Source: an optimization exercise on an open RTL-to-GDS flow (aim: small area, a short achievable clock period and few clock cycles). Production flows keep margins and buffers that such runs may drop.
Function not checked in this run: the RTL went through the layout flow alone.
No activity file was given, so power comes from the tool's default toggle rates.

$ cat design/flow/run.sh
#!/bin/bash
# synth_recipe.tcl (not shown) runs the flow's synth.tcl, then flattens the netlist and writes it again
# the make line also repeats each setting of config.mk as NAME=value (left out here)
make -C /OpenROAD-flow-scripts/flow DESIGN_CONFIG=/design/flow/config.mk WORK_HOME=/design/flow/orfs CLKGATE_MAP_FILE= SYNTH_SCRIPT=/design/flow/synth_recipe.tcl finish
$ cat design/flow/config.mk
export PLATFORM = sky130hd
export DESIGN_NAME = pq_engine
export DESIGN_NICKNAME = pq_engine
export VERILOG_FILES = /design/flow/design.v
export SDC_FILE = /design/flow/constraint.sdc
export NUM_CORES = 8
export LEC_CHECK = 0
export CAP_MARGIN = 20
export CORE_MARGIN = 2
export CORE_UTILIZATION = 40
export SETUP_SLACK_MARGIN = 2.0
export SLEW_MARGIN = 20
$ cat design/flow/constraint.sdc
create_clock -name core_clock -period 19.0 [get_ports {clk}]
set_input_delay 3.8000 -clock core_clock [delete_from_list [all_inputs] [get_ports {clk}]]
set_output_delay 3.8000 -clock core_clock [all_outputs]
set_load 0.01 [all_outputs]
$ cat design/flow/design.v
module pq_engine (
    input  wire         clk,
    input  wire         rst,
    input  wire         cmd_valid,
    output wire         cmd_ready,
    input  wire [4:0]   cmd_k,
    input  wire [4:0]   cmd_x,
    input  wire [4:0]   cmd_y,
    input  wire         cmd_two,
    input  wire         in_valid,
    output wire         in_ready,
    input  wire [127:0] in_data,
    output wire         out_valid,
    input  wire         out_ready,
    output wire [127:0] out_data,
    output wire [4:0]   out_pos
);
    localparam LANES = 16;
    localparam [1:0] S_IDLE = 2'd0,
                     S_LOAD = 2'd1,
                     S_OUT1 = 2'd2,
                     S_OUT2 = 2'd3;
    function [7:0] gf_mul2;
        input [7:0] a;
        begin
            gf_mul2 = {a[6:0], 1'b0} ^ (a[7] ? 8'h1D : 8'h00);
        end
    endfunction
    function [7:0] gf_mul;
        input [7:0] a;
        input [7:0] b;
        integer i;
        reg [7:0] p;
        reg [7:0] t;
        begin
            p = 8'h00;
            t = a;
            for (i = 0; i < 8; i = i + 1) begin
                if (b[i])
                    p = p ^ t;
                t = gf_mul2(t);
            end
            gf_mul = p;
        end
    endfunction
    function [7:0] t_gpow;
        input [4:0] i;
        begin
            case (i)
            5'd0: t_gpow = 8'h01;
            5'd1: t_gpow = 8'h02;
            5'd2: t_gpow = 8'h04;
            5'd3: t_gpow = 8'h08;
            5'd4: t_gpow = 8'h10;
            5'd5: t_gpow = 8'h20;
            5'd6: t_gpow = 8'h40;
            5'd7: t_gpow = 8'h80;
            5'd8: t_gpow = 8'h1d;
            5'd9: t_gpow = 8'h3a;
            5'd10: t_gpow = 8'h74;
            5'd11: t_gpow = 8'he8;
            5'd12: t_gpow = 8'hcd;
            5'd13: t_gpow = 8'h87;
            5'd14: t_gpow = 8'h13;
            5'd15: t_gpow = 8'h26;
            5'd16: t_gpow = 8'h4c;
            5'd17: t_gpow = 8'h98;
            5'd18: t_gpow = 8'h2d;
            5'd19: t_gpow = 8'h5a;
            5'd20: t_gpow = 8'hb4;
            5'd21: t_gpow = 8'h75;
            5'd22: t_gpow = 8'hea;
            5'd23: t_gpow = 8'hc9;
            5'd24: t_gpow = 8'h8f;
            5'd25: t_gpow = 8'h03;
            5'd26: t_gpow = 8'h06;
            5'd27: t_gpow = 8'h0c;
            5'd28: t_gpow = 8'h18;
            5'd29: t_gpow = 8'h30;
            5'd30: t_gpow = 8'h60;
            5'd31: t_gpow = 8'hc0;
            default: t_gpow = 8'h00;
            endcase
        end
    endfunction
    function [7:0] t_ginv;
        input [4:0] i;
        begin
            case (i)
            5'd0: t_ginv = 8'h01;
            5'd1: t_ginv = 8'h8e;
            5'd2: t_ginv = 8'h47;
            5'd3: t_ginv = 8'had;
            5'd4: t_ginv = 8'hd8;
            5'd5: t_ginv = 8'h6c;
            5'd6: t_ginv = 8'h36;
            5'd7: t_ginv = 8'h1b;
            5'd8: t_ginv = 8'h83;
            5'd9: t_ginv = 8'hcf;
            5'd10: t_ginv = 8'he9;
            5'd11: t_ginv = 8'hfa;
            5'd12: t_ginv = 8'h7d;
            5'd13: t_ginv = 8'hb0;
            5'd14: t_ginv = 8'h58;
            5'd15: t_ginv = 8'h2c;
            5'd16: t_ginv = 8'h16;
            5'd17: t_ginv = 8'h0b;
            5'd18: t_ginv = 8'h8b;
            5'd19: t_ginv = 8'hcb;
            5'd20: t_ginv = 8'heb;
            5'd21: t_ginv = 8'hfb;
            5'd22: t_ginv = 8'hf3;
            5'd23: t_ginv = 8'hf7;
            5'd24: t_ginv = 8'hf5;
            5'd25: t_ginv = 8'hf4;
            5'd26: t_ginv = 8'h7a;
            5'd27: t_ginv = 8'h3d;
            5'd28: t_ginv = 8'h90;
            5'd29: t_ginv = 8'h48;
            5'd30: t_ginv = 8'h24;
            5'd31: t_ginv = 8'h12;
            default: t_ginv = 8'h00;
            endcase
        end
    endfunction
    function [7:0] t_zinv;
        input [4:0] i;
        begin
            case (i)
            5'd0: t_zinv = 8'h00;
            5'd1: t_zinv = 8'hf4;
            5'd2: t_zinv = 8'ha7;
            5'd3: t_zinv = 8'h9d;
            5'd4: t_zinv = 8'h72;
            5'd5: t_zinv = 8'hed;
            5'd6: t_zinv = 8'h5f;
            5'd7: t_zinv = 8'h54;
            5'd8: t_zinv = 8'ha0;
            5'd9: t_zinv = 8'ha9;
            5'd10: t_zinv = 8'hfb;
            5'd11: t_zinv = 8'h74;
            5'd12: t_zinv = 8'h85;
            5'd13: t_zinv = 8'he4;
            5'd14: t_zinv = 8'hc0;
            5'd15: t_zinv = 8'h8a;
            5'd16: t_zinv = 8'h67;
            5'd17: t_zinv = 8'hdc;
            5'd18: t_zinv = 8'h26;
            5'd19: t_zinv = 8'h63;
            5'd20: t_zinv = 8'hf2;
            5'd21: t_zinv = 8'he9;
            5'd22: t_zinv = 8'hb4;
            5'd23: t_zinv = 8'hd2;
            5'd24: t_zinv = 8'h02;
            5'd25: t_zinv = 8'h8e;
            5'd26: t_zinv = 8'hba;
            5'd27: t_zinv = 8'haa;
            5'd28: t_zinv = 8'hde;
            5'd29: t_zinv = 8'h89;
            5'd30: t_zinv = 8'h57;
            5'd31: t_zinv = 8'h59;
            default: t_zinv = 8'h00;
            endcase
        end
    endfunction
    reg         cb_v;
    reg [4:0]   cb_k, cb_x, cb_y;
    reg         cb_two;
    assign cmd_ready = ~cb_v;
    wire cmd_fire = cmd_valid & ~cb_v;
    wire [4:0] cb_k1   = cb_k + 5'd1;
    wire       cx_data = (cb_x < cb_k);
    wire       c_dd    = cx_data & cb_two & (cb_y < cb_k);
    wire       c_dp    = cx_data & cb_two & (cb_y == cb_k);
    wire       c_dq    = cx_data & cb_two & (cb_y == cb_k1);
    wire       c_qa    = (cb_x == cb_k1);
    wire       c_pq    = cb_two & (cb_x == cb_k);
    wire [7:0] c_zi    = t_zinv(cb_y - cb_x);
    wire [7:0] c_gi    = t_ginv(cb_x);
    wire [7:0] c_gp    = t_gpow(cb_x);
    wire [7:0] c_c     = c_dd ? gf_mul(c_zi, c_gi) : (c_dp ? c_gi : 8'h01);
    wire [7:0] c_e     = c_pq ? 8'h01 :
                         c_dq ? (c_gp ^ 8'h01) :
                         c_dd ? (c_zi ^ 8'h01) : 8'h00;
    wire       c_m0    = (cb_x == 5'd0);
    wire       c_m1    = cb_two & (cb_y == 5'd1);
    wire [4:0] c_p0    = c_m0 ? (c_m1 ? 5'd2 : 5'd1) : 5'd0;
    wire [7:0] c_cw0   = c_m0 ? (c_m1 ? gf_mul2(gf_mul2(c_c)) : gf_mul2(c_c)) : c_c;
    wire       c_qmiss = c_qa | (cb_two & (cb_y == cb_k1));
    wire       c_pmiss = (cb_x == cb_k) | (cb_two & (cb_y == cb_k));
    wire [4:0] c_lp    = c_qmiss ? (c_pmiss ? cb_k - 5'd1 : cb_k) : cb_k1;
    wire [7:0] c_w0    = (c_p0 == cb_k) ? c_e : (c_cw0 ^ c_e);
    reg [1:0]   state;
    reg [4:0]   k_r, x_r, y_r, lp_r;
    reg         two_r;
    reg         ua1;           
    reg [4:0]   pos;           
    reg [7:0]   c_r, e_r;
    reg [7:0]   cw;            
    reg [7:0]   w_r;           
    reg         aen_r;         
    reg         last_r;        
    reg         first;         
    reg [127:0] acc_a, acc_x;
    reg         ir_v;
    reg [127:0] ir_d;
    wire consume = (state == S_LOAD) & ir_v;
    assign in_ready = ~ir_v | (state == S_LOAD);
    wire in_fire = in_valid & in_ready;
    wire out2 = (state == S_OUT2);
    assign out_valid = state[1];
    wire out_fire = out_valid & out_ready;
    wire res_done = out_fire & (out2 | ~two_r);
    wire load_row = cb_v & ((state == S_IDLE) | res_done);
    wire sa = out2 | ua1;
    wire sx = out2 | ~ua1;
    assign out_data = (acc_a & {128{sa}}) ^ (acc_x & {128{sx}});
    assign out_pos  = out2 ? y_r : x_r;
    function is_missing;
        input [4:0] p;
        input [4:0] x;
        input [4:0] y;
        input       two;
        begin
            is_missing = (p == x) || (two && (p == y));
        end
    endfunction
    wire [4:0] pos1 = pos + 5'd1;
    wire [4:0] pos2 = pos + 5'd2;
    wire       m1   = is_missing(pos1, x_r, y_r, two_r);
    wire       m2   = is_missing(pos2, x_r, y_r, two_r);
    wire [4:0] pn   = m1 ? (m2 ? pos + 5'd3 : pos2) : pos1;
    wire [7:0] cw1  = gf_mul2(cw);
    wire [7:0] cw2  = gf_mul2(cw1);
    wire [7:0] cwn  = m1 ? (m2 ? gf_mul2(cw2) : cw2) : cw1;
    wire       pn_q = (pn == k_r + 5'd1);
    wire       pn_p = (pn == k_r);
    wire [7:0] wn   = pn_q ? c_r : (pn_p ? e_r : (cwn ^ e_r));
    wire [7:0] we = consume ? w_r : 8'h00;
    wire [7:0] wm [0:7];
    assign wm[0] = we;
    genvar gb, gl;
    generate
        for (gb = 1; gb < 8; gb = gb + 1) begin : g_wm
            assign wm[gb] = gf_mul2(wm[gb-1]);
        end
    endgenerate
    wire [127:0] prod;
    generate
        for (gl = 0; gl < LANES; gl = gl + 1) begin : g_lane
            wire [7:0] d = ir_d[8*gl +: 8];
            assign prod[8*gl +: 8] =
                ({8{d[0]}} & wm[0]) ^ ({8{d[1]}} & wm[1]) ^
                ({8{d[2]}} & wm[2]) ^ ({8{d[3]}} & wm[3]) ^
                ({8{d[4]}} & wm[4]) ^ ({8{d[5]}} & wm[5]) ^
                ({8{d[6]}} & wm[6]) ^ ({8{d[7]}} & wm[7]);
        end
    endgenerate
    wire add_a = consume & aen_r;
    always @(posedge clk) begin
        acc_a <= (acc_a & {128{~first}}) ^ (ir_d & {128{add_a}});
        acc_x <= (acc_x & {128{~first}}) ^ prod;
        if (in_ready)
            ir_d <= in_data;
        if (cmd_fire) begin
            cb_k   <= cmd_k;
            cb_x   <= cmd_x;
            cb_y   <= cmd_y;
            cb_two <= cmd_two;
        end
        if (load_row) begin
            k_r    <= cb_k;
            x_r    <= cb_x;
            y_r    <= cb_y;
            two_r  <= cb_two;
            lp_r   <= c_lp;
            ua1    <= ~(c_qa | c_dp | c_dd);
            c_r    <= c_c;
            e_r    <= c_e;
            pos    <= c_p0;
            cw     <= c_cw0;
            w_r    <= c_w0;
            aen_r  <= 1'b1;
            last_r <= (c_p0 == c_lp);
        end else if (consume) begin
            pos    <= pn;
            cw     <= cwn;
            w_r    <= wn;
            aen_r  <= ~pn_q;
            last_r <= (pn == lp_r);
        end
        if (rst) begin
            state <= S_IDLE;
            cb_v  <= 1'b0;
            ir_v  <= 1'b0;
            first <= 1'b0;
        end else begin
            if (in_ready)
                ir_v <= in_valid;
            if (cmd_fire)
                cb_v <= 1'b1;
            else if (load_row)
                cb_v <= 1'b0;
            if (load_row)
                first <= 1'b1;
            else if (consume)
                first <= 1'b0;
            case (state)
                S_IDLE: if (cb_v) state <= S_LOAD;
                S_LOAD: if (consume && last_r) state <= S_OUT1;
                S_OUT1: if (out_fire) state <= two_r ? S_OUT2 : (cb_v ? S_LOAD : S_IDLE);
                S_OUT2: if (out_fire) state <= cb_v ? S_LOAD : S_IDLE;
            endcase
        end
    end
endmodule
==> reports/metrics.yaml <==
multi_input_area_um2: 25500
dieWidth_um: 314
finalMaxSlewViolations: 0
cpLargestDelayFamily: "buffers and inverters"
power_mw: 5.37
finalClockSkew_ns: 0.0166
crit_buf_inv: 3
synth-xor-area-share: 0.291
commonest_cells_after_routing_fill_and_taps_aside: "sky130_fd_sc_hd__nand2_1, sky130_fd_sc_hd__xnor2_1, sky130_fd_sc_hd__clkdlybuf4s50_1"
hold_path.class: "reg -> reg"
run_status: "timing/DRC/antenna clean"
die_area_um2: 98800
synth.net_count: 5073
largest_net_degree_at_the_start_of_global_routing: 83
critical-path-max-stage-delay_ns: 0.77
ys_types: 87
synth-seq-area-share: 0.304
numPortBuffers: 284
reg.largest.list: "acc_a x128, acc_x x128, ir_d x128"
synthAdderAreaFrac: 0.0135
area.sequential_um2: 11700
clock_sink_count: 482
vias: 33100
timing.critical_path.arrival_ns: 5.43
finalWirelength_um: 127000
final_common_cell: "sky130_fd_sc_hd__nand2_1"
final_hold_viol_count: 0
synth.area.mux_share: 0.0103
path_clk_slew_ns: 0.06
synthSimpleGateAreaFrac: 0.213
finalWeightedCongestion: 0.879
areaGrowthSynthToFinish_pct: 14.5
route.detailed.wl_per_inst_um: 20.4
initial_utilization: 0.405
grt_pass1_wl_um: 194000
slowest_stage: "sky130_fd_sc_hd__and2_4"
path_max_fanout: 80
power.leakage_nw: 14.2
grt_usage: 0.251
maxSlewHeadroom: 0.279
dr.first_iter.drc_count: 2619
post_cts.resized_instances: 0
yosys_most_used_dff: "sky130_fd_sc_hd__dfxtp_1"
floorplan.rows: 113
timing.final.crit_share: 0.486
cpMostUsedCell: "sky130_fd_sc_hd__buf_4"
antenna_violations_before_repair: 2
timing.setup.tns_ns: 0
rsz0062_at_grt: "no"
post_synthesis_compound_gate_area_fraction: 0.125
post_cts_hold_buffer_count: 0
first_global_vias: 31200
yosys_warnings: 1
max_slew.worst_pin.slew_ns: 1.08
global_route.overflow_total: 0
cts-buffers-inserted: 59
cts.path.max_buffers: 3
tritoncts_clock_tree: "done"
dominant_combinational_cell_family_by_area_after_synthesis: "XOR/XNOR gates"
worst_ep_required_time_ns: 15.20
nets: 5072
clock_tree.htree_level_count: 2
drive_above_1_share: 0.0458
ir_worst_vdd_v: 0.0000742
synth_edf_count: 204
drcViolationCount: 0
final.min_clock_period_ns: 9.23
dieHeight_um: 314
cts_root_buf: "sky130_fd_sc_hd__clkbuf_16"
report.final.setup_viol: 0
critical_path.startpoint_type: "flip-flop"
antenna_viol_nets_final: 0
floorplan.core_area_um2: 95200
max_clock_freq_mhz: 108
insertedDiodeCount: 0
post_synth_instance_area_um2: 38500
worst-setup-path-type: "reg -> out"
worstPathCellList: "and2_4 > buf_4 > or2_4 > buf_4 > a21oi_1 > a311oi_1 > clkdlybuf4s50_1"
detailedPlacementHpwl_um: 82000
io-pin-count: 285
post_cts.repair.setup_buffers: 0
synthCells: 4883
drtPass1Iterations: 5
end_kind: "output port"
synth.ff_latch_count: 482
synth_async_sr_flop_share: 0
final_layout_fill_cell_count: 9187
routed_via_count_divided_by_cell_count: 5.34
power-per-cell-area_nw_per_um2: 122
drv.max_cap_violation_count: 0
synth_area_per_cell_um2: 7.89
clkLatencyLatePin_ns: 0.67
## layout make-up
| class | instances | share of cell area |
|---|---|---|
| clock buffer | 74 | 0.0359 |
| clock inverter | 38 | 0.00792 |
| inverter | 46 | 0.00392 |
| multi-input combinational | 3962 | 0.579 |
| sequential | 482 | 0.265 |
| tap | 1265 | 0.0359 |
| timing repair buffer | 331 | 0.0725 |
## Yosys cell counts (74+ instances only)
master / n / area, um2
sky130_fd_sc_hd__a22oi_1: 74 / 556
sky130_fd_sc_hd__a311oi_1: 131 / 1150
sky130_fd_sc_hd__dfxtp_1: 278 / 5570
sky130_fd_sc_hd__nand2_1: 1241 / 4660
sky130_fd_sc_hd__a21oi_1: 187 / 936
sky130_fd_sc_hd__nand2b_1: 130 / 813
sky130_fd_sc_hd__clkbuf_1: 340 / 1280
sky130_fd_sc_hd__o21ai_0: 162 / 811
sky130_fd_sc_hd__xor2_1: 195 / 1710
sky130_fd_sc_hd__nor2b_1: 143 / 895
sky130_fd_sc_hd__nor2_1: 241 / 905
sky130_fd_sc_hd__xnor2_1: 1052 / 9210
sky130_fd_sc_hd__edfxtp_1: 204 / 6130
## layer usage
layer  up-vias  share of wire  GRT usage
li1      16000              -          -
met2      1145           0.47      0.414
met5         -              0          0
met4         0          0.025     0.0730
met3       228          0.061     0.0311
met1     15800           0.45      0.343
## cells by family after synthesis
logic type,Yosys count
muxes,36
adders and majority gates,41
AOI/OAI and AO/OA,714
DFF,482
xor gates and xnor gates,1259
and+or+nand+nor,1912
buffers and inverters,439
## final timing paths
| path | start | endpoint | slack, ns | cells after the start |
|---|---|---|---|---|
| setup / recovery | state[1] | out_data[35] | 9.77 | 7 |
| hold / removal | aen_r | aen_r | 0.48 | 2 |
| setup reg to reg | cb_y[0] | w_r[4] | 12.16 | 20 |
| hold reg to reg | aen_r | aen_r | 0.48 | 2 |
## per-stage QoR
step                      hold WS [ns]  worst slack [ns]  cells  utilization  instance area (um2)
after floorplan                  0.424             11.84   4883            -                38500
after global placement           0.473             10.65   6086        0.443                42200
after detailed placement         0.477             10.57   6086        0.443                42200
after CTS                        0.491              9.85   6198        0.463                44100
after global routing             0.526              9.51   6198        0.463                44100
final                            0.485              9.77   6198        0.463                44100
## worst reg2reg max path, delay by kind of cell, from the launching register on
kind | cells | cell delay (ns)
flip-flops | 1 | 0.45
XOR/XNOR | 2 | 0.43
AO/OA/AOI/OAI | 6 | 2.55
buffers and inverters | 3 | 0.52
AND/OR/NAND/NOR | 6 | 1.30
adder cells (fa/ha/maj) | 3 | 1.46
## where the power goes
| part | switching (mW) | internal, mW |
|---|---|---|
| Combinational | 1.24 | 1.22 |
| Clock | 0.495 | 0.659 |
| Sequential | 0.385 | 1.38 |

## port drivers added, routing unchanged
In the flow no input, the clock included, has a driving cell. The finished layout below was timed again as built, in two steps.
Step 1 sets driving cells, clkbuf_16 on the clock port and buf_2 on the other inputs (assumed; they add their load-dependent delay and slew).
Step 2, shift: input delay + t, output delay - t, t = (earliest + latest rising clock arrival at the registers) / 2. This alone moves slack from input paths to output paths.
a / b / c = ideal / step 1 / step 2; a / b = the first two.
t (ns): 0.736
setup slack, ns: 9.771 / 9.699 / 10.435
clock arrival spread, ns: 0.022 / 0.022
worst register clock-pin slew, ns: 0.07 / 0.07
worst slew at a driven data input, ns: 0.15
After both steps this run still meets setup and hold. For this run, drivers alone change the setup slack by -0.072 ns; drivers and shift together by +0.664 ns.
